Context: an optimization exercise on an open-source flow, tuned for small area, a short achievable clock period and few clock cycles. The choices shown serve that exercise and are no tape-out recipe.
Only simulation tests tie the RTL to the original design; equivalence was not proved.

==> 07-05: inputs <==
==> flow/design.v (excerpt) <==
module ite_cmac (
    input  wire         clk,
    input  wire         rst,
    output reg          ready,
    input  wire         key_load,
    input  wire [255:0] key,
    output reg          kcv_valid,
    output wire [23:0]  kcv,
    input  wire         msg_start,
    input  wire [15:0]  tenant,
    input  wire [15:0]  ns,
    input  wire [63:0]  lba,
    input  wire [31:0]  zgen,
    input  wire [31:0]  key_id,
    input  wire         blk_valid,
    output reg          blk_ready,
    input  wire [127:0] blk_data,
    output reg          tag_valid,
    output wire [127:0] tag
);
clock: 10.0 ns
lec_check: 0
cap_margin: 20
cell_pad_in_sites_detail_placement: 0
cell_pad_in_sites_global_placement: 0
core_margin: 2
core_utilization: 50
place_density: 0.65
setup_slack_margin: 4.0
slew_margin: 20
synth_hierarchical: 1
standard.sh (not shown) runs the stock make flow with config.mk's settings and CLKGATE_MAP_FILE= SYNTH_SCRIPT=/design/flow/synth_recipe.tcl, a recipe that flattens the netlist after the stock synthesis.
==> flow/flow/run.sh <==
#!/bin/bash
set -o pipefail
export BUFFER_PORTS_ARGS="-buffer_cell sky130_fd_sc_hd__buf_1"
bash standard.sh finish > standard_flow.log 2>&1
status=$?
echo "standard.sh exit status $status"
exit $status
==> inputs of 04-13, as changes to 07-05 <==
--- a/flow/design.v
+++ b/flow/design.v
@@ -182,183 +182,10 @@
     assign y = s ? b : a;
 endmodule
 module sbg_ao22 (input wire a, input wire b, input wire c, input wire d, output wire y);
     assign y = (a & b) | (c & d);
 endmodule
-module aes_sbox_fast (
-    input  wire [7:0] a,
-    output wire [7:0] y
-);
-    wire U0 = a[7], U1 = a[6], U2 = a[5], U3 = a[4];
-    wire U4 = a[3], U5 = a[2], U6 = a[1], U7 = a[0];
-    wire T1, T2, T3, T4, T5, T6, T7, T8, T9, T10, T11, T12;
-    wire T13, T14, T15, T16, T17, T18, T19, T20, T21, T22, T23, T24;
-    wire T25, T26, T27, M1, M2, M3, M4, M5, M6, M7, M8, M9;
-    wire M10, M11, M12, M13, M14, M15, M16, M17, M18, M19, M20, M21;
-    wire M22, M23, M24, M25, M26, M27, M28, M29, M30, M31, M32, M33;
-    wire M34, M35, M36, M37, M38, M39, M40, F1, F2, F3, F4, F5;
-    wire F6, F7, F8, F9, F10, F11, F12, F13, F14, F15, F16, F17;
-    wire F18, F19, F20, F21, F22, F23, F24, F25, F26, F27, F28, F29;
-    wire F30, P0_0, P0_1, P0_2, P0_3, Q0_0, Q0_1, P1_0, P1_1, P1_2, P1_3, Q1_0;
-    wire Q1_1, P2_0, P2_1, P2_2, P2_3, Q2_0, Q2_1, P3_0, P3_1, P3_2, P3_3, Q3_0;
-    wire Q3_1, P4_0, P4_1, P4_2, P4_3, Q4_0, Q4_1, P5_0, P5_1, P5_2, P5_3, Q5_0;
-    wire Q5_1, P6_0, P6_1, P6_2, P6_3, Q6_0, Q6_1, P7_0, P7_1, P7_2, P7_3, Q7_0;
-    wire Q7_1;
-    sbg_xor2 g_T1 (.a(U0), .b(U3), .y(T1));
-    sbg_xor2 g_T2 (.a(U0), .b(U5), .y(T2));
-    sbg_xor2 g_T3 (.a(U0), .b(U6), .y(T3));
-    sbg_xor2 g_T4 (.a(U3), .b(U5), .y(T4));
-    sbg_xor2 g_T5 (.a(U4), .b(U6), .y(T5));
-    sbg_xor2 g_T6 (.a(T1), .b(T5), .y(T6));
-    sbg_xor2 g_T7 (.a(U1), .b(U2), .y(T7));
-    sbg_xor2 g_T8 (.a(U7), .b(T6), .y(T8));
-    sbg_xor2 g_T9 (.a(U7), .b(T7), .y(T9));
-    sbg_xor2 g_T10 (.a(T6), .b(T7), .y(T10));
-    sbg_xor2 g_T11 (.a(U1), .b(U5), .y(T11));
-    sbg_xor2 g_T12 (.a(U2), .b(U5), .y(T12));
-    sbg_xor2 g_T13 (.a(T3), .b(T4), .y(T13));
-    sbg_xor2 g_T14 (.a(T6), .b(T11), .y(T14));
-    sbg_xor2 g_T15 (.a(T5), .b(T11), .y(T15));
-    sbg_xor2 g_T16 (.a(T5), .b(T12), .y(T16));
-    sbg_xor2 g_T17 (.a(T9), .b(T16), .y(T17));
-    sbg_xor2 g_T18 (.a(U3), .b(U7), .y(T18));
-    sbg_xor2 g_T19 (.a(T7), .b(T18), .y(T19));
-    sbg_xor2 g_T20 (.a(T1), .b(T19), .y(T20));
-    sbg_xor2 g_T21 (.a(U6), .b(U7), .y(T21));
-    sbg_xor2 g_T22 (.a(T7), .b(T21), .y(T22));
-    sbg_xor2 g_T23 (.a(T2), .b(T22), .y(T23));
-    sbg_xor2 g_T24 (.a(T2), .b(T10), .y(T24));
-    sbg_xor2 g_T25 (.a(T20), .b(T17), .y(T25));
-    sbg_xor2 g_T26 (.a(T3), .b(T16), .y(T26));
-    sbg_xor2 g_T27 (.a(T1), .b(T12), .y(T27));
-    sbg_nand2 g_M1 (.a(T13), .b(T6), .y(M1));
-    sbg_nand2 g_M2 (.a(T23), .b(T8), .y(M2));
-    sbg_xnor2 g_M3 (.a(T14), .b(M1), .y(M3));
-    sbg_nand2 g_M4 (.a(T19), .b(U7), .y(M4));
-    sbg_xor2 g_M5 (.a(M4), .b(M1), .y(M5));
-    sbg_nand2 g_M6 (.a(T3), .b(T16), .y(M6));
-    sbg_nand2 g_M7 (.a(T22), .b(T9), .y(M7));
-    sbg_xnor2 g_M8 (.a(T26), .b(M6), .y(M8));
-    sbg_nand2 g_M9 (.a(T20), .b(T17), .y(M9));
-    sbg_xor2 g_M10 (.a(M9), .b(M6), .y(M10));
-    sbg_nand2 g_M11 (.a(T1), .b(T15), .y(M11));
-    sbg_nand2 g_M12 (.a(T4), .b(T27), .y(M12));
-    sbg_xor2 g_M13 (.a(M12), .b(M11), .y(M13));
-    sbg_nand2 g_M14 (.a(T2), .b(T10), .y(M14));
-    sbg_xor2 g_M15 (.a(M14), .b(M11), .y(M15));
-    sbg_xnor2 g_M16 (.a(M3), .b(M2), .y(M16));
-    sbg_xor2 g_M17 (.a(M5), .b(T24), .y(M17));
-    sbg_xnor2 g_M18 (.a(M8), .b(M7), .y(M18));
-    sbg_xor2 g_M19 (.a(M10), .b(M15), .y(M19));
-    sbg_xor2 g_M20 (.a(M16), .b(M13), .y(M20));
-    sbg_xor2 g_M21 (.a(M17), .b(M15), .y(M21));
-    sbg_xor2 g_M22 (.a(M18), .b(M13), .y(M22));
-    sbg_xor2 g_M23 (.a(M19), .b(T25), .y(M23));
-    sbg_xor2 g_M24 (.a(M22), .b(M23), .y(M24));
-    sbg_nand2 g_M25 (.a(M22), .b(M20), .y(M25));
-    sbg_xnor2 g_M26 (.a(M21), .b(M25), .y(M26));
-    sbg_xor2 g_M27 (.a(M20), .b(M21), .y(M27));
-    sbg_xnor2 g_M28 (.a(M23), .b(M25), .y(M28));
-    sbg_nand2 g_M29 (.a(M28), .b(M27), .y(M29));
-    sbg_nand2 g_M30 (.a(M26), .b(M24), .y(M30));
-    sbg_nand2 g_M31 (.a(M20), .b(M23), .y(M31));
-    sbg_nand2b g_M32 (.an(M31), .b(M27), .y(M32));
-    sbg_xnor2 g_M33 (.a(M27), .b(M25), .y(M33));
-    sbg_nand2 g_M34 (.a(M21), .b(M22), .y(M34));
-    sbg_nand2b g_M35 (.an(M34), .b(M24), .y(M35));
-    sbg_xnor2 g_M36 (.a(M24), .b(M25), .y(M36));
-    sbg_xnor2 g_M37 (.a(M21), .b(M29), .y(M37));
-    sbg_xnor2 g_M38 (.a(M32), .b(M33), .y(M38));
-    sbg_xnor2 g_M39 (.a(M23), .b(M30), .y(M39));
-    sbg_xnor2 g_M40 (.a(M35), .b(M36), .y(M40));
-    sbg_xor2 g_F1 (.a(U0), .b(U2), .y(F1));
-    sbg_xor2 g_F2 (.a(U1), .b(U3), .y(F2));
-    sbg_xor2 g_F3 (.a(U2), .b(U3), .y(F3));
-    sbg_xor2 g_F4 (.a(U0), .b(U4), .y(F4));
-    sbg_xor2 g_F5 (.a(U0), .b(F2), .y(F5));
-    sbg_xor2 g_F6 (.a(T7), .b(F4), .y(F6));
-    sbg_xor2 g_F7 (.a(U1), .b(T12), .y(F7));
-    sbg_xor2 g_F8 (.a(T2), .b(T7), .y(F8));
-    sbg_xor2 g_F9 (.a(T5), .b(F1), .y(F9));
-    sbg_xor2 g_F10 (.a(T5), .b(F2), .y(F10));
-    sbg_xor2 g_F11 (.a(T2), .b(T5), .y(F11));
-    sbg_xor2 g_F12 (.a(U7), .b(T11), .y(F12));
-    sbg_xor2 g_F13 (.a(U3), .b(T21), .y(F13));
-    sbg_xor2 g_F14 (.a(T12), .b(T21), .y(F14));
-    sbg_xor2 g_F15 (.a(T4), .b(F6), .y(F15));
-    sbg_xor2 g_F16 (.a(T6), .b(F6), .y(F16));
-    sbg_xor2 g_F17 (.a(U0), .b(F10), .y(F17));
-    sbg_xor2 g_F18 (.a(T6), .b(F7), .y(F18));
-    sbg_xor2 g_F19 (.a(U7), .b(F5), .y(F19));
-    sbg_xor2 g_F20 (.a(U5), .b(T19), .y(F20));
-    sbg_xor2 g_F21 (.a(T6), .b(F14), .y(F21));
-    sbg_xor2 g_F22 (.a(F10), .b(F14), .y(F22));
-    sbg_xor2 g_F23 (.a(T9), .b(F9), .y(F23));
-    sbg_xor2 g_F24 (.a(U7), .b(F10), .y(F24));
-    sbg_xor2 g_F25 (.a(T19), .b(F9), .y(F25));
-    sbg_xor2 g_F26 (.a(U1), .b(F14), .y(F26));
-    sbg_xor2 g_F27 (.a(U7), .b(T13), .y(F27));
-    sbg_xor2 g_F28 (.a(T9), .b(F11), .y(F28));
-    sbg_xor2 g_F29 (.a(F10), .b(F12), .y(F29));
-    sbg_xor2 g_F30 (.a(U0), .b(F22), .y(F30));
-    sbg_nand2 g_P0_0 (.a(M37), .b(F26), .y(P0_0));
-    sbg_nand2 g_P0_1 (.a(M38), .b(F25), .y(P0_1));
-    sbg_nand2 g_P0_2 (.a(M39), .b(F29), .y(P0_2));
-    sbg_nand2 g_P0_3 (.a(M40), .b(F11), .y(P0_3));
-    sbg_xor2 g_Q0_0 (.a(P0_0), .b(P0_1), .y(Q0_0));
-    sbg_xor2 g_Q0_1 (.a(P0_2), .b(P0_3), .y(Q0_1));
-    sbg_xnor2 g_y0 (.a(Q0_0), .b(Q0_1), .y(y[0]));
-    sbg_nand2 g_P1_0 (.a(M37), .b(F30), .y(P1_0));
-    sbg_nand2 g_P1_1 (.a(M38), .b(F17), .y(P1_1));
-    sbg_nand2 g_P1_2 (.a(M39), .b(F3), .y(P1_2));
-    sbg_nand2 g_P1_3 (.a(M40), .b(F10), .y(P1_3));
-    sbg_xor2 g_Q1_0 (.a(P1_0), .b(P1_1), .y(Q1_0));
-    sbg_xor2 g_Q1_1 (.a(P1_2), .b(P1_3), .y(Q1_1));
-    sbg_xnor2 g_y1 (.a(Q1_0), .b(Q1_1), .y(y[1]));
-    sbg_nand2 g_P2_0 (.a(M37), .b(F22), .y(P2_0));
-    sbg_nand2 g_P2_1 (.a(M38), .b(F27), .y(P2_1));
-    sbg_nand2 g_P2_2 (.a(M39), .b(F17), .y(P2_2));
-    sbg_nand2 g_P2_3 (.a(M40), .b(F14), .y(P2_3));
-    sbg_xor2 g_Q2_0 (.a(P2_0), .b(P2_1), .y(Q2_0));
-    sbg_xor2 g_Q2_1 (.a(P2_2), .b(P2_3), .y(Q2_1));
-    sbg_xor2 g_y2 (.a(Q2_0), .b(Q2_1), .y(y[2]));
-    sbg_nand2 g_P3_0 (.a(M37), .b(F23), .y(P3_0));
-    sbg_nand2 g_P3_1 (.a(M38), .b(F20), .y(P3_1));
-    sbg_nand2 g_P3_2 (.a(M39), .b(F13), .y(P3_2));
-    sbg_nand2 g_P3_3 (.a(M40), .b(F18), .y(P3_3));
-    sbg_xor2 g_Q3_0 (.a(P3_0), .b(P3_1), .y(Q3_0));
-    sbg_xor2 g_Q3_1 (.a(P3_2), .b(P3_3), .y(Q3_1));
-    sbg_xor2 g_y3 (.a(Q3_0), .b(Q3_1), .y(y[3]));
-    sbg_nand2 g_P4_0 (.a(M37), .b(F9), .y(P4_0));
-    sbg_nand2 g_P4_1 (.a(M38), .b(F24), .y(P4_1));
-    sbg_nand2 g_P4_2 (.a(M39), .b(F4), .y(P4_2));
-    sbg_nand2 g_P4_3 (.a(M40), .b(F7), .y(P4_3));
-    sbg_xor2 g_Q4_0 (.a(P4_0), .b(P4_1), .y(Q4_0));
-    sbg_xor2 g_Q4_1 (.a(P4_2), .b(P4_3), .y(Q4_1));
-    sbg_xor2 g_y4 (.a(Q4_0), .b(Q4_1), .y(y[4]));
-    sbg_nand2 g_P5_0 (.a(M37), .b(F21), .y(P5_0));
-    sbg_nand2 g_P5_1 (.a(M38), .b(F15), .y(P5_1));
-    sbg_nand2 g_P5_2 (.a(M39), .b(F12), .y(P5_2));
-    sbg_nand2 g_P5_3 (.a(M40), .b(F8), .y(P5_3));
-    sbg_xor2 g_Q5_0 (.a(P5_0), .b(P5_1), .y(Q5_0));
-    sbg_xor2 g_Q5_1 (.a(P5_2), .b(P5_3), .y(Q5_1));
-    sbg_xnor2 g_y5 (.a(Q5_0), .b(Q5_1), .y(y[5]));
-    sbg_nand2 g_P6_0 (.a(M37), .b(T24), .y(P6_0));
-    sbg_nand2 g_P6_1 (.a(M38), .b(F1), .y(P6_1));
-    sbg_nand2 g_P6_2 (.a(M39), .b(F16), .y(P6_2));
-    sbg_nand2 g_P6_3 (.a(M40), .b(F5), .y(P6_3));
-    sbg_xor2 g_Q6_0 (.a(P6_0), .b(P6_1), .y(Q6_0));
-    sbg_xor2 g_Q6_1 (.a(P6_2), .b(P6_3), .y(Q6_1));
-    sbg_xnor2 g_y6 (.a(Q6_0), .b(Q6_1), .y(y[6]));
-    sbg_nand2 g_P7_0 (.a(M37), .b(F2), .y(P7_0));
-    sbg_nand2 g_P7_1 (.a(M38), .b(F28), .y(P7_1));
-    sbg_nand2 g_P7_2 (.a(M39), .b(F6), .y(P7_2));
-    sbg_nand2 g_P7_3 (.a(M40), .b(F19), .y(P7_3));
-    sbg_xor2 g_Q7_0 (.a(P7_0), .b(P7_1), .y(Q7_0));
-    sbg_xor2 g_Q7_1 (.a(P7_2), .b(P7_3), .y(Q7_1));
-    sbg_xor2 g_y7 (.a(Q7_0), .b(Q7_1), .y(y[7]));
-endmodule
 module ite_cmac (
     input  wire         clk,
     input  wire         rst,
     output reg          ready,
     input  wire         key_load,
@@ -445,11 +272,11 @@
     wire [127:0] rk_cur = kw[127:0];
     wire [127:0] rk0    = key_r[255:128];
     wire [127:0] sb;
     generate
         for (g = 0; g < 16; g = g + 1) begin : g_sb
-            aes_sbox_fast u_sb (.a(state[127-8*g -: 8]), .y(sb[127-8*g -: 8]));
+            aes_sbox u_sb (.a(state[127-8*g -: 8]), .y(sb[127-8*g -: 8]));
         end
     endgenerate
     wire [127:0] sr;
     genvar c, r;
     generate
==> flow/run.sh (new file) <==
#!/bin/bash
# synth_recipe.tcl (not shown) runs the flow's synth.tcl, then flattens the netlist and writes it again
# the make line also repeats each setting of config.mk as NAME=value (left out here)
make -C /OpenROAD-flow-scripts/flow DESIGN_CONFIG=/design/flow/config.mk WORK_HOME=/design/flow/orfs CLKGATE_MAP_FILE= SYNTH_SCRIPT=/design/flow/synth_recipe.tcl finish
removed: flow/flow/run.sh
removed: flow/standard.sh
==> qor summary <==
Result of the run: 04-13 no timing/DRC/antenna violations; 07-05 no timing/DRC/antenna violations
Wire length reported by the detailed router: 04-13 211000 um; 07-05 212000 um
Critical setup path kind: 04-13 register to register; 07-05 primary input to register
Post-placement cell area: 04-13 66900 um2; 07-05 65100 um2
Number of cells traversed by the worst register-to-register path: 04-13 24; 07-05 18
Resized Gates After CTS: 04-13 491; 07-05 217
Met3 usage in global routing: 04-13 0.0672; 07-05 0.0504
Via/cell ratio: 04-13 5.42; 07-05 5.45
CP arrival: 04-13 6.52 ns; 07-05 6.45 ns
Chip Width: 04-13 348 um; 07-05 355 um
Clock Latency Late Sink: 04-13 0.73 ns; 07-05 0.71 ns
End-of-flow core utilization: 04-13 0.676; 07-05 0.590
Actual transition at the worst max-transition pin: 04-13 1.19 ns; 07-05 1.07 ns
Post-Syn Area: 04-13 59300 um2; 07-05 61600 um2
Synth Net Count: 04-13 6445; 07-05 6845
Simple logic cell fraction of the synthesized area: 04-13 0.0776; 07-05 0.0883
Area of the core: 04-13 118000 um2; 07-05 122000 um2
Sequential share of cell area: 04-13 0.263; 07-05 0.289
Reg-to-reg critical path endpoint: 04-13 state[65]; 07-05 state[21]
Antenna cell count: 04-13 0; 07-05 2
Synth Area in Adders: 04-13 0.00106; 07-05 0.00101
Largest net degree at the start of global routing: 04-13 182; 07-05 202
Worst endpoint required time: 04-13 10.60 ns; 07-05 10.56 ns
Number of nets in the finished design: 04-13 7334; 07-05 7489
Post-route cell area: 04-13 79600 um2; 07-05 72000 um2
Testbench counts of 07-05, summed over its fixed seeds: cycles 115,872.
Testbench counts of 04-13, summed over its fixed seeds: cycles 115,872.

==> afterwards: timing with drivers on the ports <==
How much do the figures lean on ideal ports? The routed layouts below were timed once more, with nothing changed but the port constraints.
Step 1: set_driving_cell puts a clkbuf_16 on clk and a buf_2 on each other input, an assumption about the parent block.
Step 2, shift: input delay + t, output delay - t, t = (earliest + latest rising clock arrival at the registers) / 2. This alone moves slack from input paths to output paths.
a / b / c = ideal ports / drivers / drivers and shift; a / b = the first two.
| run | t, ns | setup WS [ns] | worst setup path after step 2 | clock arrival spread, ns | worst register clock-pin slew, ns |
|---|---|---|---|---|---|
| 07-05 | 0.766 | 4.109 / 4.164 / 3.398 | input to register | 0.039 / 0.040 | 0.07 / 0.07 |
| 04-13 | 0.774 | 4.078 / 4.078 / 3.392 | input to register | 0.059 / 0.059 | 0.07 / 0.07 |
After both steps setup and hold are still met in every run listed. For 07-05, which loses most, drivers alone change the setup slack by +0.055 ns; drivers and shift together by -0.711 ns.
